What follows belongs to an exercise in optimizing a design on an open flow for small area, a short achievable clock period and few clock cycles per item; a production flow would make more cautious choices. Where RTL was checked, it was by simulation tests only, not by an equivalence proof against the original. The RTL of run 1 was laid out without a check of its function.

## flow/design.v (module list and top-level ports; edited modules follow where they fit)
// module warp_offset: 1378 lines
module warp_offset (
    input  wire         clk,
    input  wire         rst,
    input  wire         in_valid,
    output wire         in_ready,
    input  wire [14:0]  in_x,
    input  wire [23:0]  in_row,
    input  wire [23:0]  in_rows,
    input  wire [7:0]   in_pitch,
    input  wire [7:0]   in_beam_slow,
    input  wire [7:0]   in_facet_slow,
    input  wire [7:0]   in_slip,
    input  wire [7:0]   in_scr_w_m1,
    input  wire [7:0]   in_scr_h_m1,
    input  wire [7:0]   in_scr_x0,
    input  wire [7:0]   in_scr_y0,
    output wire [7:0]   node_addr_a,
    output wire [7:0]   node_addr_b,
    input  wire [15:0]  node_data_a,
    input  wire [15:0]  node_data_b,
    output wire [24:0]  src_row_a,
    output wire [24:0]  src_row_b,
    output wire [14:0]  src_col,
    input  wire [7:0]   src_data_a,
    input  wire [7:0]   src_data_b,
    output wire [15:0]  scr_cell,
    input  wire [119:0] scr_data,
    output wire         out_valid,
    input  wire         out_ready,
    output wire [15:0]  out_offset,
    output wire         out_clamp,
    output wire [24:0]  out_ra,
    output wire [4:0]   out_w,
    output wire [24:0]  out_rn,
    output wire [7:0]   out_c,
    output wire [3:0]   out_level
);
  // ...
==> flow/flow/run.sh <==
#!/bin/bash
# The standard layout, with ORFS's timing repair aimed at a tighter
# setup target than the clock period (the SDC itself is unchanged).
# Gate cloning is off so that no register is duplicated.
set -euo pipefail
bash standard.sh SETUP_SLACK_MARGIN=9.4 SKIP_GATE_CLONING=1 finish > standard_make.log 2>&1
==> flow/standard.sh <==
#!/bin/bash
# synth_recipe.tcl (not shown) runs the flow's synth.tcl, then flattens the netlist and writes it again
# the make line also repeats each setting of config.mk as NAME=value (left out here)
make -C /OpenROAD-flow-scripts/flow DESIGN_CONFIG=/design/flow/config.mk WORK_HOME=/design/flow/orfs CLKGATE_MAP_FILE= SYNTH_SCRIPT=/design/flow/synth_recipe.tcl "${@:-finish}"
==> flow/config.mk <==
export PLATFORM = sky130hd
export DESIGN_NAME = warp_offset
export DESIGN_NICKNAME = warp_offset
export VERILOG_FILES = /design/flow/design.v
export SDC_FILE = /design/flow/constraint.sdc
export NUM_CORES = 4
export LEC_CHECK = 0
export CAP_MARGIN = 20
export CORE_MARGIN = 2
export CORE_UTILIZATION = 55
export PLACE_DENSITY = 0.7
export SLEW_MARGIN = 20
==> flow/constraint.sdc <==
create_clock -name core_clock -period 14.0 [get_ports {clk}]
set_input_delay 2.8000 -clock core_clock [delete_from_list [all_inputs] [get_ports {clk}]]
set_output_delay 2.8000 -clock core_clock [all_outputs]
set_load 0.01 [all_outputs]
==> impl_metrics.json, run 1 <==
{
  "status": "complete, no violations",
  "cp_num_cells": 22,
  "avgRoutedWirePerCell_um": 18.2,
  "rows": 172,
  "clkCellAreaFrac_pct": 6.18,
  "drtIter0Drc": 3796,
  "syn_area_um2": 121000,
  "cp-end-kind": "flop",
  "grtUsageMet2_pct": 34.4,
  "route.top_layer_used": "met5",
  "grtUsageTotal_pct": 20.1,
  "numCtsBuffers": 281,
  "place_hpwl_um": 155000,
  "cp-endpoint": "v_q8[22]",
  "tap_cells": 2871,
  "core_um2": 219000,
  "dpl_worst_slack_ns": 7.39,
  "htreeDepth": 5,
  "grt-ovfl-total": 0,
  "drc_errors": 0,
  "ctsHoldBuffers": 0,
  "nonClkBufAreaFrac_pct": 5.19,
  "met1_length_um": 95000,
  "most-common-layout-cells": "edfxtp_1 (2504), inv_1 (1077), ha_1 (785)",
  "grt-busiest-layer": "met2",
  "synth_top_area_share_pct": 62.3
}
==> run 2: changes to the inputs <==
--- a/flow/design.v
+++ b/flow/design.v
@@ -165,26 +165,16 @@
     reg  [6:0] pm_q15;
     wire [9:0] s3_w;
     reg  [9:0] s3_q1;
     reg  [9:0] s3_q2;
     reg  [9:0] s3_q3;
     reg  [9:0] s3_q4;
     reg  [9:0] s3_q5;
     reg  [9:0] s3_q6;
-    reg  [9:0] s3_q7;
-    reg  [9:0] s3_q8;
-    reg  [9:0] s3_q9;
-    reg  [9:0] s3_q10;
-    reg  [9:0] s3_q11;
-    reg  [9:0] s3_q12;
-    reg  [9:0] s3_q13;
-    reg  [9:0] s3_q14;
-    reg  [9:0] s3_q15;
-    reg  [9:0] s3_q16;
     wire [7:0] wm1_w;
     reg  [7:0] wm1_q1;
     reg  [7:0] wm1_q2;
     reg  [7:0] wm1_q3;
     reg  [7:0] wm1_q4;
     reg  [7:0] wm1_q5;
     reg  [7:0] wm1_q6;
     reg  [7:0] wm1_q7;
@@ -293,102 +283,163 @@
     wire [0:0] kd_q6_w;
     reg  [0:0] kd_q6_q4;
     wire [6:0] kd_r6_w;
     reg  [6:0] kd_r6_q4;
     wire [8:0] kd_t7_w;
     wire [0:0] kd_q7_w;
     wire [6:0] kd_r7_w;
     wire [7:0] k_w;
-    reg  [7:0] k_q5;
     wire [0:0] sat_w;
-    reg  [0:0] sat_q5;
     wire [6:0] fr_w;
     reg  [6:0] fr_q5;
     reg  [6:0] fr_q6;
     reg  [6:0] fr_q7;
-    wire [7:0] pf_w;
-    reg  [7:0] pf_q6;
-    reg  [7:0] pf_q7;
-    wire [15:0] na_d_w;
+    wire [7:0] nada_w;
+    reg  [7:0] nada_q5;
+    reg  [7:0] nada_q6;
+    wire [7:0] nadb_w;
+    reg  [7:0] nadb_q5;
+    reg  [7:0] nadb_q6;
+    wire [7:0] a1_w;
+    reg  [7:0] a1_q6;
     wire [15:0] na_w;
-    reg  [15:0] na_q7;
-    wire [15:0] nb_d_w;
     wire [15:0] nb_w;
-    reg  [15:0] nb_q7;
+    wire [16:0] d_w;
+    wire [0:0] s_w;
+    reg  [0:0] s_q7;
+    reg  [0:0] s_q8;
+    reg  [0:0] s_q9;
+    reg  [0:0] s_q10;
+    reg  [0:0] s_q11;
+    reg  [0:0] s_q12;
+    reg  [0:0] s_q13;
+    reg  [0:0] s_q14;
+    reg  [0:0] s_q15;
+    reg  [0:0] s_q16;
+    wire [15:0] du_w;
+    reg  [15:0] du_q7;
+    wire [16:0] nap_w;
+    reg  [16:0] nap_q7;
+    reg  [16:0] nap_q8;
+    reg  [16:0] nap_q9;
+    reg  [16:0] nap_q10;
+    reg  [16:0] nap_q11;
+    reg  [16:0] nap_q12;
+    reg  [16:0] nap_q13;
+    reg  [16:0] nap_q14;
+    reg  [16:0] nap_q15;
+    reg  [16:0] nap_q16;
     wire [6:0] hh_w;
-    reg  [6:0] hh_q7;
+    wire [7:0] add_w;
+    wire [22:0] mp0_w;
+    wire [22:0] mp1_w;
+    wire [22:0] mp2_w;
+    wire [22:0] mp3_w;
+    wire [22:0] mp4_w;
+    wire [22:0] mp5_w;
+    wire [22:0] mp6_w;
+    wire [22:0] mp7_w;
+    reg  [22:0] mp7_q7;
+    wire [22:0] mc0_0s_w;
+    wire [22:0] mc0_0c_w;
+    wire [22:0] mc0_2s_w;
+    wire [22:0] mc0_2c_w;
+    wire [22:0] mc1_0s_w;
+    wire [22:0] mc1_0c_w;
+    wire [22:0] mc1_2s_w;
+    wire [22:0] mc1_2c_w;
+    wire [22:0] mc2_0s_w;
+    wire [22:0] mc2_0c_w;
+    wire [22:0] mc3_0s_w;
+    wire [22:0] mc3_0c_w;
     wire [22:0] v_w;
-    reg  [22:0] v_q8;
     wire [6:0] vr0_w;
+    reg  [6:0] vr0_q8;
     wire [0:0] vb15_w;
+    reg  [0:0] vb15_q8;
     wire [0:0] vb14_w;
+    reg  [0:0] vb14_q8;
     wire [0:0] vb13_w;
+    reg  [0:0] vb13_q8;
     reg  [0:0] vb13_q9;
     wire [0:0] vb12_w;
+    reg  [0:0] vb12_q8;
     reg  [0:0] vb12_q9;
     wire [0:0] vb11_w;
+    reg  [0:0] vb11_q8;
     reg  [0:0] vb11_q9;
     reg  [0:0] vb11_q10;
     wire [0:0] vb10_w;
+    reg  [0:0] vb10_q8;
     reg  [0:0] vb10_q9;
     reg  [0:0] vb10_q10;
     wire [0:0] vb9_w;
+    reg  [0:0] vb9_q8;
     reg  [0:0] vb9_q9;
     reg  [0:0] vb9_q10;
     reg  [0:0] vb9_q11;
     wire [0:0] vb8_w;
+    reg  [0:0] vb8_q8;
     reg  [0:0] vb8_q9;
     reg  [0:0] vb8_q10;
     reg  [0:0] vb8_q11;
     wire [0:0] vb7_w;
+    reg  [0:0] vb7_q8;
     reg  [0:0] vb7_q9;
     reg  [0:0] vb7_q10;
     reg  [0:0] vb7_q11;
     reg  [0:0] vb7_q12;
     wire [0:0] vb6_w;
+    reg  [0:0] vb6_q8;
     reg  [0:0] vb6_q9;
     reg  [0:0] vb6_q10;
     reg  [0:0] vb6_q11;
     reg  [0:0] vb6_q12;
     wire [0:0] vb5_w;
+    reg  [0:0] vb5_q8;
     reg  [0:0] vb5_q9;
     reg  [0:0] vb5_q10;
     reg  [0:0] vb5_q11;
     reg  [0:0] vb5_q12;
     reg  [0:0] vb5_q13;
     wire [0:0] vb4_w;
+    reg  [0:0] vb4_q8;
     reg  [0:0] vb4_q9;
     reg  [0:0] vb4_q10;
     reg  [0:0] vb4_q11;
     reg  [0:0] vb4_q12;
     reg  [0:0] vb4_q13;
     wire [0:0] vb3_w;
+    reg  [0:0] vb3_q8;
     reg  [0:0] vb3_q9;
     reg  [0:0] vb3_q10;
     reg  [0:0] vb3_q11;
     reg  [0:0] vb3_q12;
     reg  [0:0] vb3_q13;
     reg  [0:0] vb3_q14;
     wire [0:0] vb2_w;
+    reg  [0:0] vb2_q8;
     reg  [0:0] vb2_q9;
     reg  [0:0] vb2_q10;
     reg  [0:0] vb2_q11;
     reg  [0:0] vb2_q12;
     reg  [0:0] vb2_q13;
     reg  [0:0] vb2_q14;
     wire [0:0] vb1_w;
+    reg  [0:0] vb1_q8;
     reg  [0:0] vb1_q9;
     reg  [0:0] vb1_q10;
     reg  [0:0] vb1_q11;
     reg  [0:0] vb1_q12;
     reg  [0:0] vb1_q13;
     reg  [0:0] vb1_q14;
     reg  [0:0] vb1_q15;
     wire [0:0] vb0_w;
+    reg  [0:0] vb0_q8;
     reg  [0:0] vb0_q9;
     reg  [0:0] vb0_q10;
     reg  [0:0] vb0_q11;
     reg  [0:0] vb0_q12;
     reg  [0:0] vb0_q13;
     reg  [0:0] vb0_q14;
     reg  [0:0] vb0_q15;
     wire [8:0] qd_t0_w;
@@ -718,18 +769,16 @@
     reg  [7:0] c_q22;
     wire [14:0] cmpv_d_w;
     wire [14:0] cmpv_w;
     reg  [14:0] cmpv_q21;
     wire [3:0] lvl_w;
     reg  [3:0] lvl_q22;
     wire [24:0] rn_w;
     reg  [24:0] rn_q22;
-    reg  [15:0] na_h;
-    reg  [15:0] nb_h;
     reg  [7:0] sda_h;
     reg  [7:0] sdb_h;
     reg  [14:0] cmpv_h;
     assign x_w = in_x;
     assign r_w = in_row;
     assign pm_w = (in_pitch < 8'd16) ? 7'd15 : (in_pitch > 8'd128) ? 7'd127 : 7'(in_pitch - 8'd1);
     assign s3_w = {{2{in_beam_slow[7]}}, in_beam_slow} + {{2{in_facet_slow[7]}}, in_facet_slow} + {{2{in_slip[7]}}, in_slip};
     assign wm1_w = in_scr_w_m1;
@@ -762,46 +811,71 @@
     assign kd_q6_w = ~kd_t6_w[8];
     assign kd_r6_w = kd_q6_w ? kd_t6_w[6:0] : 7'({kd_r5_w, x_q3[1]});
     assign kd_t7_w = {1'b0, 8'({kd_r6_q4, x_q4[0]})} + {2'b11, ~pm_q4};
     assign kd_q7_w = ~kd_t7_w[8];
     assign kd_r7_w = kd_q7_w ? kd_t7_w[6:0] : 7'({kd_r6_q4, x_q4[0]});
     assign k_w = {kd_q0_q4, kd_q1_q4, kd_q2_q4, kd_q3_q4, kd_q4_q4, kd_q5_q4, kd_q6_q4, kd_q7_w};
     assign sat_w = sathi_q4 | (k_w == 8'hFF);
     assign fr_w = sat_w ? 7'd0 : kd_r7_w;
-    assign pf_w = {1'b0, pm_q5} + 8'd1 - {1'b0, fr_q5};
-    assign na_d_w = node_data_a;
-    assign na_w = hv ? na_h : na_d_w;
-    assign nb_d_w = node_data_b;
-    assign nb_w = hv ? nb_h : nb_d_w;
+    assign nada_w = sat_w ? 8'hFF : k_w;
+    assign nadb_w = k_w + 8'd1;
+    assign a1_w = {1'b0, fr_q5} + {2'b0, pm_q5[6:1]};
+    assign na_w = node_data_a;
+    assign nb_w = node_data_b;
+    assign d_w = {nb_w[15], nb_w} - {na_w[15], na_w};
+    assign s_w = d_w[16];
+    assign du_w = d_w[15:0] ^ {16{s_w}};
+    assign nap_w = {na_w[15], na_w} + {{7{s3_q6[9]}}, s3_q6};
     assign hh_w = {1'b0, pm_q6[6:1]} + {6'd0, pm_q6[0]};
-    assign v_w = {7'd0, na_q7 ^ 16'h8000} * {15'd0, pf_q7} + {7'd0, nb_q7 ^ 16'h8000} * {16'd0, fr_q7} + {16'd0, hh_q7};
-    assign vr0_w = v_q8[22:16];
-    assign vb15_w = v_q8[15];
-    assign vb14_w = v_q8[14];
-    assign vb13_w = v_q8[13];
-    assign vb12_w = v_q8[12];
-    assign vb11_w = v_q8[11];
-    assign vb10_w = v_q8[10];
-    assign vb9_w = v_q8[9];
-    assign vb8_w = v_q8[8];
-    assign vb7_w = v_q8[7];
-    assign vb6_w = v_q8[6];
-    assign vb5_w = v_q8[5];
-    assign vb4_w = v_q8[4];
-    assign vb3_w = v_q8[3];
-    assign vb2_w = v_q8[2];
-    assign vb1_w = v_q8[1];
-    assign vb0_w = v_q8[0];
-    assign qd_t0_w = {1'b0, 8'({vr0_w, vb15_w})} + {2'b11, ~pm_q8};
+    assign add_w = s_w ? a1_q6 : {1'b0, hh_w};
+    assign mp0_w = {7'd0, fr_q7[0] ? du_q7 : 16'd0};
+    assign mp1_w = {6'd0, fr_q7[1] ? du_q7 : 16'd0, 1'd0};
+    assign mp2_w = {5'd0, fr_q7[2] ? du_q7 : 16'd0, 2'd0};
+    assign mp3_w = {4'd0, fr_q7[3] ? du_q7 : 16'd0, 3'd0};
+    assign mp4_w = {3'd0, fr_q7[4] ? du_q7 : 16'd0, 4'd0};
+    assign mp5_w = {2'd0, fr_q7[5] ? du_q7 : 16'd0, 5'd0};
+    assign mp6_w = {1'd0, fr_q7[6] ? du_q7 : 16'd0, 6'd0};
+    assign mp7_w = {15'd0, add_w};
+    assign mc0_0s_w = mp0_w ^ mp1_w ^ mp2_w;
+    assign mc0_0c_w = {((mp0_w & mp1_w) | (mp0_w & mp2_w) | (mp1_w & mp2_w)), 1'b0};
+    assign mc0_2s_w = mp3_w ^ mp4_w ^ mp5_w;
+    assign mc0_2c_w = {((mp3_w & mp4_w) | (mp3_w & mp5_w) | (mp4_w & mp5_w)), 1'b0};
+    assign mc1_0s_w = mc0_0s_w ^ mc0_0c_w ^ mc0_2s_w;
+    assign mc1_0c_w = {((mc0_0s_w & mc0_0c_w) | (mc0_0s_w & mc0_2s_w) | (mc0_0c_w & mc0_2s_w)), 1'b0};
+    assign mc1_2s_w = mc0_2c_w ^ mp6_w ^ mp7_q7;
+    assign mc1_2c_w = {((mc0_2c_w & mp6_w) | (mc0_2c_w & mp7_q7) | (mp6_w & mp7_q7)), 1'b0};
+    assign mc2_0s_w = mc1_0s_w ^ mc1_0c_w ^ mc1_2s_w;
+    assign mc2_0c_w = {((mc1_0s_w & mc1_0c_w) | (mc1_0s_w & mc1_2s_w) | (mc1_0c_w & mc1_2s_w)), 1'b0};
+    assign mc3_0s_w = mc2_0s_w ^ mc2_0c_w ^ mc1_2c_w;
+    assign mc3_0c_w = {((mc2_0s_w & mc2_0c_w) | (mc2_0s_w & mc1_2c_w) | (mc2_0c_w & mc1_2c_w)), 1'b0};
+    assign v_w = mc3_0s_w + mc3_0c_w;
+    assign vr0_w = v_w[22:16];
+    assign vb15_w = v_w[15];
+    assign vb14_w = v_w[14];
+    assign vb13_w = v_w[13];
+    assign vb12_w = v_w[12];
+    assign vb11_w = v_w[11];
+    assign vb10_w = v_w[10];
+    assign vb9_w = v_w[9];
+    assign vb8_w = v_w[8];
+    assign vb7_w = v_w[7];
+    assign vb6_w = v_w[6];
+    assign vb5_w = v_w[5];
+    assign vb4_w = v_w[4];
+    assign vb3_w = v_w[3];
+    assign vb2_w = v_w[2];
+    assign vb1_w = v_w[1];
+    assign vb0_w = v_w[0];
+    assign qd_t0_w = {1'b0, 8'({vr0_q8, vb15_q8})} + {2'b11, ~pm_q8};
     assign qd_q0_w = ~qd_t0_w[8];
-    assign qd_r0_w = qd_q0_w ? qd_t0_w[6:0] : 7'({vr0_w, vb15_w});
-    assign qd_t1_w = {1'b0, 8'({qd_r0_w, vb14_w})} + {2'b11, ~pm_q8};
+    assign qd_r0_w = qd_q0_w ? qd_t0_w[6:0] : 7'({vr0_q8, vb15_q8});
+    assign qd_t1_w = {1'b0, 8'({qd_r0_w, vb14_q8})} + {2'b11, ~pm_q8};
     assign qd_q1_w = ~qd_t1_w[8];
-    assign qd_r1_w = qd_q1_w ? qd_t1_w[6:0] : 7'({qd_r0_w, vb14_w});
+    assign qd_r1_w = qd_q1_w ? qd_t1_w[6:0] : 7'({qd_r0_w, vb14_q8});
     assign qd_t2_w = {1'b0, 8'({qd_r1_q9, vb13_q9})} + {2'b11, ~pm_q9};
     assign qd_q2_w = ~qd_t2_w[8];
     assign qd_r2_w = qd_q2_w ? qd_t2_w[6:0] : 7'({qd_r1_q9, vb13_q9});
     assign qd_t3_w = {1'b0, 8'({qd_r2_w, vb12_q9})} + {2'b11, ~pm_q9};
     assign qd_q3_w = ~qd_t3_w[8];
     assign qd_r3_w = qd_q3_w ? qd_t3_w[6:0] : 7'({qd_r2_w, vb12_q9});
     assign qd_t4_w = {1'b0, 8'({qd_r3_q10, vb11_q10})} + {2'b11, ~pm_q10};
     assign qd_q4_w = ~qd_t4_w[8];
@@ -835,17 +909,17 @@
     assign qd_r13_w = qd_q13_w ? qd_t13_w[6:0] : 7'({qd_r12_w, vb2_q14});
     assign qd_t14_w = {1'b0, 8'({qd_r13_q15, vb1_q15})} + {2'b11, ~pm_q15};
     assign qd_q14_w = ~qd_t14_w[8];
     assign qd_r14_w = qd_q14_w ? qd_t14_w[6:0] : 7'({qd_r13_q15, vb1_q15});
     assign qd_t15_w = {1'b0, 8'({qd_r14_w, vb0_q15})} + {2'b11, ~pm_q15};
     assign qd_q15_w = ~qd_t15_w[8];
     assign qd_r15_w = qd_q15_w ? qd_t15_w[6:0] : 7'({qd_r14_w, vb0_q15});
     assign qm_w = {qd_q0_q15, qd_q1_q15, qd_q2_q15, qd_q3_q15, qd_q4_q15, qd_q5_q15, qd_q6_q15, qd_q7_q15, qd_q8_q15, qd_q9_q15, qd_q10_q15, qd_q11_q15, qd_q12_q15, qd_q13_q15, qd_q14_w, qd_q15_w};
-    assign sum_w = {qm_q16[15] ^ 1'b1, qm_q16[15] ^ 1'b1, qm_q16[14:0]} + {{7{s3_q16[9]}}, s3_q16};
+    assign sum_w = nap_q16 + {s_q16, qm_q16 ^ {16{s_q16}}} + {16'd0, s_q16};
     assign chi_w = ~sum_w[16] & (sum_w[15:11] != 5'd0);
     assign clo_w = sum_w[16] & (sum_w[15:11] != 5'h1F);
     assign o_w = chi_w ? 12'h7FF : clo_w ? 12'h800 : sum_w[11:0];
     assign clamp_w = chi_w | clo_w;
     assign ra26_w = {2'b0, r_q17} + {{19{o_q17[11]}}, o_q17[11:5]};
     assign ra_w = ra26_w[24:0];
     assign ina_w = ~ra26_w[25] & ($signed(dr_q17) > $signed(o_q17[11:5]));
     assign inb_w = (~ra26_w[25] | (&ra26_w)) & ($signed({dr_q17[7], dr_q17}) > $signed({{2{o_q17[11]}}, o_q17[11:5]}) + 9'sd1);
@@ -1050,26 +1124,16 @@
             pm_q14 <= pm_q13;
             pm_q15 <= pm_q14;
             s3_q1 <= s3_w;
             s3_q2 <= s3_q1;
             s3_q3 <= s3_q2;
             s3_q4 <= s3_q3;
             s3_q5 <= s3_q4;
             s3_q6 <= s3_q5;
-            s3_q7 <= s3_q6;
-            s3_q8 <= s3_q7;
-            s3_q9 <= s3_q8;
-            s3_q10 <= s3_q9;
-            s3_q11 <= s3_q10;
-            s3_q12 <= s3_q11;
-            s3_q13 <= s3_q12;
-            s3_q14 <= s3_q13;
-            s3_q15 <= s3_q14;
-            s3_q16 <= s3_q15;
             wm1_q1 <= wm1_w;
             wm1_q2 <= wm1_q1;
             wm1_q3 <= wm1_q2;
             wm1_q4 <= wm1_q3;
             wm1_q5 <= wm1_q4;
             wm1_q6 <= wm1_q5;
             wm1_q7 <= wm1_q6;
             wm1_q8 <= wm1_q7;
@@ -1145,77 +1209,113 @@
             kd_q3_q3 <= kd_q3_w;
             kd_q3_q4 <= kd_q3_q3;
             kd_q4_q3 <= kd_q4_w;
             kd_q4_q4 <= kd_q4_q3;
             kd_r4_q3 <= kd_r4_w;
             kd_q5_q4 <= kd_q5_w;
             kd_q6_q4 <= kd_q6_w;
             kd_r6_q4 <= kd_r6_w;
-            k_q5 <= k_w;
-            sat_q5 <= sat_w;
             fr_q5 <= fr_w;
             fr_q6 <= fr_q5;
             fr_q7 <= fr_q6;
-            pf_q6 <= pf_w;
-            pf_q7 <= pf_q6;
-            na_q7 <= na_w;
-            nb_q7 <= nb_w;
-            hh_q7 <= hh_w;
-            v_q8 <= v_w;
-            vb13_q9 <= vb13_w;
-            vb12_q9 <= vb12_w;
-            vb11_q9 <= vb11_w;
+            nada_q5 <= nada_w;
+            nada_q6 <= nada_q5;
+            nadb_q5 <= nadb_w;
+            nadb_q6 <= nadb_q5;
+            a1_q6 <= a1_w;
+            s_q7 <= s_w;
+            s_q8 <= s_q7;
+            s_q9 <= s_q8;
+            s_q10 <= s_q9;
+            s_q11 <= s_q10;
+            s_q12 <= s_q11;
+            s_q13 <= s_q12;
+            s_q14 <= s_q13;
+            s_q15 <= s_q14;
+            s_q16 <= s_q15;
+            du_q7 <= du_w;
+            nap_q7 <= nap_w;
+            nap_q8 <= nap_q7;
+            nap_q9 <= nap_q8;
+            nap_q10 <= nap_q9;
+            nap_q11 <= nap_q10;
+            nap_q12 <= nap_q11;
+            nap_q13 <= nap_q12;
+            nap_q14 <= nap_q13;
+            nap_q15 <= nap_q14;
+            nap_q16 <= nap_q15;
+            mp7_q7 <= mp7_w;
+            vr0_q8 <= vr0_w;
+            vb15_q8 <= vb15_w;
+            vb14_q8 <= vb14_w;
+            vb13_q8 <= vb13_w;
+            vb13_q9 <= vb13_q8;
+            vb12_q8 <= vb12_w;
+            vb12_q9 <= vb12_q8;
+            vb11_q8 <= vb11_w;
+            vb11_q9 <= vb11_q8;
             vb11_q10 <= vb11_q9;
-            vb10_q9 <= vb10_w;
+            vb10_q8 <= vb10_w;
+            vb10_q9 <= vb10_q8;
             vb10_q10 <= vb10_q9;
-            vb9_q9 <= vb9_w;
+            vb9_q8 <= vb9_w;
+            vb9_q9 <= vb9_q8;
             vb9_q10 <= vb9_q9;
             vb9_q11 <= vb9_q10;
-            vb8_q9 <= vb8_w;
+            vb8_q8 <= vb8_w;
+            vb8_q9 <= vb8_q8;
             vb8_q10 <= vb8_q9;
             vb8_q11 <= vb8_q10;
-            vb7_q9 <= vb7_w;
+            vb7_q8 <= vb7_w;
+            vb7_q9 <= vb7_q8;
             vb7_q10 <= vb7_q9;
             vb7_q11 <= vb7_q10;
             vb7_q12 <= vb7_q11;
-            vb6_q9 <= vb6_w;
+            vb6_q8 <= vb6_w;
+            vb6_q9 <= vb6_q8;
             vb6_q10 <= vb6_q9;
             vb6_q11 <= vb6_q10;
             vb6_q12 <= vb6_q11;
-            vb5_q9 <= vb5_w;
+            vb5_q8 <= vb5_w;
+            vb5_q9 <= vb5_q8;
             vb5_q10 <= vb5_q9;
             vb5_q11 <= vb5_q10;
             vb5_q12 <= vb5_q11;
             vb5_q13 <= vb5_q12;
-            vb4_q9 <= vb4_w;
+            vb4_q8 <= vb4_w;
+            vb4_q9 <= vb4_q8;
             vb4_q10 <= vb4_q9;
             vb4_q11 <= vb4_q10;
             vb4_q12 <= vb4_q11;
             vb4_q13 <= vb4_q12;
-            vb3_q9 <= vb3_w;
+            vb3_q8 <= vb3_w;
+            vb3_q9 <= vb3_q8;
             vb3_q10 <= vb3_q9;
             vb3_q11 <= vb3_q10;
             vb3_q12 <= vb3_q11;
             vb3_q13 <= vb3_q12;
             vb3_q14 <= vb3_q13;
-            vb2_q9 <= vb2_w;
+            vb2_q8 <= vb2_w;
+            vb2_q9 <= vb2_q8;
             vb2_q10 <= vb2_q9;
             vb2_q11 <= vb2_q10;
             vb2_q12 <= vb2_q11;
             vb2_q13 <= vb2_q12;
             vb2_q14 <= vb2_q13;
-            vb1_q9 <= vb1_w;
+            vb1_q8 <= vb1_w;
+            vb1_q9 <= vb1_q8;
             vb1_q10 <= vb1_q9;
             vb1_q11 <= vb1_q10;
             vb1_q12 <= vb1_q11;
             vb1_q13 <= vb1_q12;
             vb1_q14 <= vb1_q13;
             vb1_q15 <= vb1_q14;
-            vb0_q9 <= vb0_w;
+            vb0_q8 <= vb0_w;
+            vb0_q9 <= vb0_q8;
             vb0_q10 <= vb0_q9;
             vb0_q11 <= vb0_q10;
             vb0_q12 <= vb0_q11;
             vb0_q13 <= vb0_q12;
             vb0_q14 <= vb0_q13;
             vb0_q15 <= vb0_q14;
             qd_q0_q9 <= qd_q0_w;
             qd_q0_q10 <= qd_q0_q9;
@@ -1350,25 +1450,23 @@
             o_q22 <= sv ? o_s : o_q21;
             clamp_q22 <= sv ? clamp_s : clamp_q21;
             ra_q22 <= sv ? ra_s : ra_q21;
             c_q22 <= sv ? c_s : c_q21;
             lvl_q22 <= sv ? lvl_s : lvl_w;
             rn_q22 <= sv ? rn_s : rn_w;
         end
         if (!adv && !hv) begin
-            na_h <= na_d_w;
-            nb_h <= nb_d_w;
             sda_h <= sda_d_w;
             sdb_h <= sdb_d_w;
             cmpv_h <= cmpv_d_w;
         end
     end
-    assign node_addr_a = sat_q5 ? 8'hFF : k_q5;
-    assign node_addr_b = k_q5 + 8'd1;
+    assign node_addr_a = sv ? nada_q6 : nada_q5;
+    assign node_addr_b = sv ? nadb_q6 : nadb_q5;
     assign src_row_a = ra_q18;
     assign src_row_b = ra1_q18;
     assign src_col = x_q18;
     assign scr_cell = cell_q19;
     assign out_offset = {{4{o_q22[11]}}, o_q22};
     assign out_clamp = clamp_q22;
     assign out_w = o_q22[4:0];
     assign out_ra = ra_q22;
==> flow/flow/run.sh (replaced) <==
#!/bin/bash
# The standard layout, with ORFS's timing repair aimed at a tighter
# setup target than the clock period (the SDC itself is unchanged).
# Gate cloning is off so that no register is duplicated.
set -euo pipefail
bash standard.sh SETUP_SLACK_MARGIN=9.8 SKIP_GATE_CLONING=1 finish > standard_make.log 2>&1
==> flow/config.mk (replaced) <==
export PLATFORM = sky130hd
export DESIGN_NAME = warp_offset
export DESIGN_NICKNAME = warp_offset
export VERILOG_FILES = /design/flow/design.v
export SDC_FILE = /design/flow/constraint.sdc
export NUM_CORES = 4
export LEC_CHECK = 0
export CAP_MARGIN = 20
export CORE_MARGIN = 2
export CORE_UTILIZATION = 55
export CTS_CLUSTER_DIAMETER = 100
export CTS_CLUSTER_SIZE = 24
export PLACE_DENSITY = 0.75
export SLEW_MARGIN = 20
==> run 2 against run 1 <==
Net effect:
- wire length is 1.6% higher
- clock-buffer cell count is 183 lower
- synthesized area is 1.8% lower
- sequential share of layout area is 1.4 points higher
- final area is 0.88% lower
- critical path depth is 2 lower
- setup slack better by 1.0 ns
- maximum frequency is 21% higher
- die area is 1.8% lower
- critical endpoint is now vr0_q8[5]
==> impl_metrics.json, run 2 <==
{
  "die-area_um2": 219000,
  "worstPathCellList": "buf_6 -> nand2_1 -> fa_1 -> inv_2 -> fa_1 -> inv_2 -> fa_1 -> fa_1 -> inv_2 -> ha_4 -> o21a_1 -> o21ai_2 -> inv_2 -> a2111oi_4 -> o31ai_4 -> o21ai_2 -> a21boi_2 -> nand2b_1 -> a311o_1 -> xnor2_1",
  "core_um2": 214000,
  "relSlewSlack_pct": 30.9,
  "yosysMostFrequentCell": "edfxtp_1",
  "drv_cap": 0,
  "seqCellArea_um2": 77000,
  "grtUsageMet3_pct": 2.98,
  "crit_path_top_delay_cell": "edfxtp_1",
  "syn_area_um2": 119000,
  "port-buffer-count": 481,
  "finalHoldViolCount": 0,
  "grtUsageTotal_pct": 20.1,
  "synthTopCellsByCount": "edfxtp_1 (2536), inv_1 (1007), ha_1 (816), a21oi_1 (421), xnor2_1 (363)",
  "final_common_cell": "edfxtp_1",
  "status": "complete, no violations",
  "ys.flop_type": "edfxtp_1",
  "post-route-min-period_ns": 4.91,
  "viasPerCell": 5.36,
  "synth_top_area_share_pct": 64.2,
  "cts_buffer_depth": 3,
  "avgRoutedWirePerCell_um": 18.8,
  "rows": 170,
  "numCtsBuffers": 130,
  "synth-seq-cells": 2576,
  "arrival_ns": 5.47,
  "dr.pass1.iters": 5,
  "nets": 10600,
  "grt-busiest-layer": "met2",
  "drc_errors": 0,
  "synth_enable_flop_cells": 2536,
  "rsz0062_at_grt": "yes",
  "grt_max_degree": 216,
  "die_h_um": 468,
  "tightest_slew_ns": 1.04,
  "fin_skew_ns": 0.0362,
  "cpPeakStageDelay_ns": 0.57,
  "hp-class": "flop to flop",
  "yosys-top-cells-area": "edfxtp_1 (64%), ha_1 (8.6%), fa_1 (4.0%)",
  "multi_input_area_um2": 41900,
  "clk_pin_slew_ns": 0.10,
  "gp_congestion": 0.876,
  "start_kind": "flop",
  "hold_slack_ns": 0.403,
  "required_ns": 14.57,
  "cp-end-kind": "flop",
  "most-common-layout-cells": "edfxtp_1 (2536), inv_1 (877), ha_1 (712)",
  "synth.distinct_cells": 81,
  "setup_viol": 0,
  "clock-sinks": 2576,
  "antenna_left": 0,
  "cts_tree": "built",
  "synthArstFlopShare_pct": 0,
  "grtUsageMet2_pct": 34.7,
  "crit_type": "flop to flop",
  "cts.root.buffer_cell": "clkbuf_16",
  "drive_gt1_share_pct": 24.3,
  "grt-ovfl-total": 0,
  "synth_area_leader_cell": "edfxtp_1",
  "area_delta_synth_final_pct": 18.7,
  "yosysWarnings": 1,
  "syn_avg_cell_area_um2": 14.8,
  "wl_um": 229000,
  "synthCells": 8004,
  "path_max_fanout": 6,
  "clk_latency_ns": 0.81,
  "die_w_um": 468,
  "ctsHoldBuffers": 0,
  "drtIter0Drc": 3971,
  "synth_fp_nets": 9355,
  "final.period_utilization_pct": 35.0,
  "grtUsageMet1_pct": 25.7,
  "num_vias": 65100,
  "initial_core_util_pct": 55.3,
  "pin_count": 482,
  "ys_seq_area_share_pct": 64.9,
  "drv_slew": 0,
  "grt_pass1_wl_um": 348000,
  "max_freq_mhz": 204,
  "antenna_found_initial": 4,
  "finalSetupTns_ns": 0,
  "fillers": 14600,
  "htreeDepth": 4,
  "grt_pass1_vias": 65500,
  "place_hpwl_um": 151000
}
-- run 2: cell count changes after synthesis, sizes merged, moves of 33 or more --
cell    before   now
fa         353   236
inv       1119  1008
and2       160    81
a21oi      361   421
xor2        98   139
xnor2      325   363
o21bai      72   107
mux2       389   356
nor2       264   297
-- run 2: layout make-up --
class	instances	share of cell area, %
Multi-Input combinational cell	4327	29.8
Timing Repair Buffer	1217	7.68
Inverter	1008	2.72
Antenna cell	3	0.00533
Sequential cell	2576	54.7
Clock inverter	24	0.217
Tap cell	2838	2.52
Clock buffer	161	2.44
-- run 2: worst paths after layout --
kind                               start        end  slack (ns)  cells after the start
worst max-delay path            du_q7[2]  vr0_q8[5]        9.09                     20
worst min register to register   vb3_q11    vb3_q12        0.40                      0
worst min-delay path             vb3_q11    vb3_q12        0.40                      0
worst max register to register  du_q7[2]  vr0_q8[5]        9.09                     20
-- run 2: cell families (layout without fill, tap and decap cells) --
kind of cell	Yosys count	after routing	share of synthesized area, %
mux	479	479	4.42
simple gates	1092	1092	4.47
fa+ha+maj	1052	1052	12.6
flops	2576	2576	64.9
xor+xnor	502	502	3.71
buf+inv	1101	2410	3.52
other cells	0	3	0
compound gates	1202	1202	6.39
-- run 2: timing repair --
action / 4_1_cts / 5_1_grt
endpoints found under the setup margin: 1453 / 1201
gates resized for setup: 1849 / 553
pin swaps: 446 / 425
cloned: 0 / 0
buffers inserted: 485 / 209
-- run 2: metal layers --
layer	part of all wire (%)	wire, um	vias up
li1	-	-	31400
met1	42	95100	32000
met2	50	115000	1350
met3	4.1	9480	396
met4	3.8	8650	2
met5	0.0066	15	-
-- run 2: stage by stage --
stage	worst slack, ns	std cells	util [%]	area, um^2
after floorplan	4.14	8004	-	119000
after global placement	7.21	11300	59.2	127000
after detailed placement	7.22	11300	59.2	127000
after CTS	9.16	11900	64.0	137000
after global routing	8.95	12200	65.7	141000
final	9.09	12200	65.7	141000
-- run 2: critical path: cells and delay by family (launching register included) --
family	cells	cell delay, ns
AO/OA/AOI/OAI	7	1.32
XOR/XNOR	1	0.13
flip-flops	1	0.57
buffers and inverters	5	0.47
adder cells (fa/ha/maj)	5	2.04
AND/OR/NAND/NOR	2	0.15
Testbench counts of run 2, summed over its fixed seeds: cycles 1,776, items 1,600.
==> run 3: changes to the inputs <==
--- a/flow/flow/run.sh
+++ b/flow/flow/run.sh
@@ -5,2 +5,2 @@
 set -euo pipefail
-bash standard.sh SETUP_SLACK_MARGIN=9.8 SKIP_GATE_CLONING=1 finish > standard_make.log 2>&1
+bash standard.sh SETUP_SLACK_MARGIN=9.4 SKIP_GATE_CLONING=1 finish > standard_make.log 2>&1
--- a/flow/config.mk
+++ b/flow/config.mk
@@ -12,3 +12,3 @@
 export CTS_CLUSTER_SIZE = 24
-export PLACE_DENSITY = 0.75
+export PLACE_DENSITY = 0.7
 export SLEW_MARGIN = 20
==> run 3 against run 2 <==
Net effect:
- still clean
- critical path depth decreased by 4
- global-route usage decreased by 0.81 points
- core utilization decreased by 1.9 points
- non-clock buffer count decreased by 281
- sequential share of layout area increased by 1.7 points
==> impl_metrics.json, run 3 <==
{
  "antenna_found_initial": 2,
  "ctsHoldBuffers": 0,
  "max_freq_mhz": 204,
  "area_delta_synth_final_pct": 15.2,
  "drv_slew": 0,
  "synth.distinct_cells": 81,
  "setup_viol": 0,
  "viasPerCell": 5.31,
  "grt_max_degree": 215,
  "hold_depth": 0,
  "num_vias": 63100,
  "drtIter0Drc": 3842,
  "hold_slack_ns": 0.408,
  "final_common_cell": "edfxtp_1",
  "place_hpwl_um": 148000,
  "synthCells": 8004,
  "drive_gt1_share_pct": 16.3,
  "finalSetupTns_ns": 0,
  "yosysMostFrequentCell": "edfxtp_1",
  "reg2reg_to": "vr0_q8[5]",
  "ys.flop_type": "edfxtp_1",
  "relSlewSlack_pct": 28.6,
  "avgRoutedWirePerCell_um": 18.2,
  "synth_area_leader_cell": "edfxtp_1",
  "synth-adder-area-share_pct": 12.6,
  "path_max_fanout": 6,
  "grtUsageTotal_pct": 19.3,
  "synth_top_family_by_area": "adder cells",
  "cts_buffer_depth": 3,
  "grt-ovfl-total": 0,
  "yosys.area_share.simple_pct": 4.47,
  "cp-end-kind": "flop",
  "ys_seq_area_share_pct": 64.9,
  "synthArstFlopShare_pct": 0,
  "start_kind": "input pin",
  "muxShareOfSynthArea_pct": 4.42,
  "synth_enable_flop_cells": 2536,
  "grt_pass1_vias": 63500,
  "die_h_um": 468,
  "clk_pin_slew_ns": 0.09,
  "post-route-min-period_ns": 4.91,
  "die-area_um2": 219000,
  "finalHoldViolCount": 0,
  "dr.pass1.iters": 5,
  "initial_core_util_pct": 55.3,
  "crit_type": "input pin to flop",
  "syn_area_um2": 119000,
  "final.period_utilization_pct": 35.1,
  "drc_errors": 0,
  "die_w_um": 468,
  "pin_count": 482,
  "syn_avg_cell_area_um2": 14.8,
  "synth-xor-area-share_pct": 3.71,
  "fin_skew_ns": 0.0472,
  "clk_latency_ns": 0.81,
  "yosysWarnings": 1,
  "yosys-top-cells-area": "edfxtp_1 (64%), ha_1 (8.6%), fa_1 (4.0%)",
  "synthTopCellsByCount": "edfxtp_1 (2536), inv_1 (1007), ha_1 (816), a21oi_1 (421), xnor2_1 (363)",
  "synth-seq-cells": 2576,
  "port-buffer-count": 481,
  "synth_fp_nets": 9355,
  "cts_tree": "built",
  "arrival_ns": 5.47,
  "r2r-start": "fr_q7[1]",
  "rsz0062_at_grt": "yes",
  "numCtsBuffers": 120,
  "most-common-layout-cells": "edfxtp_1 (2536), inv_1 (948), ha_1 (769)",
  "hp-start": "r_q14[1]",
  "htreeDepth": 3,
  "core_um2": 214000,
  "synth_top_area_share_pct": 64.2,
  "reg2reg_slack_ns": 9.11,
  "gp_congestion": 0.899,
  "cts.root.buffer_cell": "clkbuf_16",
  "rows": 170,
  "drv_cap": 0,
  "nets": 10300,
  "holdPathEnd": "r_q15[1]",
  "required_ns": 14.56,
  "tightest_slew_ns": 1.07,
  "wl_um": 216000,
  "hp-class": "flop to flop",
  "grt_pass1_wl_um": 336000,
  "rr_worst_depth": 18,
  "clock-sinks": 2576,
  "status": "complete, no violations",
  "antenna_left": 0,
  "synth-compound-area-share_pct": 6.39
}
run 3: cell counts after synthesis:
Identical to the previous run, type by type.
run 3: cell type report:
| type | count | area (um^2) |
|---|---|---|
| diodes | 3 | 7.51 |
| clock buffers | 172 | 3220 |
| clock inverters | 20 | 275 |
| fillers | 15500 | 77800 |
| inverters | 1008 | 3810 |
| multi-input cells | 4327 | 40100 |
| flip-flops and latches | 2576 | 77000 |
| well taps | 2838 | 3550 |
| repair buffers | 936 | 8730 |
run 3: kinds of logic (layout without fill, tap and decap cells):
group / after synthesis / after routing
AOI/OAI and AO/OA: 1202 / 1202
xor gates and xnor gates: 502 / 502
DFF: 2576 / 2576
adders and majority gates: 1052 / 1052
other: 0 / 3
muxes: 479 / 479
and+or+nand+nor: 1092 / 1092
buffers and inverters: 1101 / 2136
run 3: routing by layer:
metal	share of wire [%]	GRT usage [%]	wire length, um	vias to the layer above
met5	0.0060	0	13	-
met4	3.0	5.87	6390	2
met3	4.0	2.52	8660	293
met2	50	33.5	108000	1140
met1	43	25.4	92900	30900
li1	-	-	-	30800
run 3: how the worst max path moves through the flow:
stage	start	endpoint	slack (ns)	cells after the start
after CTS	sv	node_addr_b[7]	9.04	5
final	node_data_b[0]	mp7_q7[6]	9.09	16
after detailed placement	node_data_a[0]	mp7_q7[6]	7.16	14
after global placement	node_data_a[0]	mp7_q7[6]	7.17	14
after floorplan	sv	cmpv_h[0]	4.14	3
after global routing	fr_q7[1]	vr0_q8[5]	8.93	18
run 3: through the flow:
| stage | area [um^2] | utilization, % | instances | worst slack [ns] |
|---|---|---|---|---|
| final | 137000 | 63.7 | 11900 | 9.09 |
| after global routing | 137000 | 63.7 | 11900 | 8.93 |
| after CTS | 134000 | 62.5 | 11700 | 9.04 |
| after detailed placement | 127000 | 59.3 | 11300 | 7.16 |
| after global placement | 127000 | 59.3 | 11300 | 7.17 |
| after floorplan | 119000 | - | 8004 | 4.14 |
run 3: worst max-delay path: stages:
cell and delay (ns):
buf_6 0.10, inv_4 0.04, ha_4 0.13, inv_2 0.04, fa_2 0.35, a21o_1 0.18
a21oi_2 0.17, o21bai_2 0.11, a31oi_2 0.24, o21ai_2 0.10, o41ai_4 0.27, nor2_1 0.10
or2_1 0.26, buf_12 0.15, buf_12 0.14, mux2_4 0.29
run 3: repair_timing:
| action | 4_1_cts | 5_1_grt |
|---|---|---|
| hold endpoints to repair | 0 | 0 |
| setup buffers | 236 | 170 |
| pin swaps | 159 | 247 |
| setup endpoints to repair | 920 | 732 |
| cloned | 0 | 0 |
| gates resized for setup | 682 | 377 |

-- what the ideal ports hide --
No port has a modelled driver above. Below, the same layouts with a new extraction and two added sets of constraints.
Step 1: set_driving_cell puts a clkbuf_16 on clk and a buf_2 on each other input, an assumption about the parent block.
Step 2 adds t to the input delays and takes it off the output delays; t is the mean of the earliest and latest rising clock arrival at the registers after step 1. Input paths then give back, and output paths get back, about the clock's delay inside the block.
Three values: no drivers, after step 1, after step 2; two values: the first two.
| run | shift t [ns] | setup WS [ns] | worst setup path at the end | worst register clock-pin slew, ns |
|---|---|---|---|---|
| run 1 | 0.994 | 8.087 / 8.087 / 8.087 | register to register | 0.07 / 0.07 |
| run 2 | 0.893 | 9.095 / 9.095 / 8.347 | input to register | 0.10 / 0.10 |
| run 3 | 0.877 | 9.089 / 9.018 / 8.269 | input to register | 0.10 / 0.10 |
After both steps every run listed still meets setup and hold. The setup slack of run 3, which loses most, moves by -0.071 ns with the drivers and by -0.820 ns with both steps.
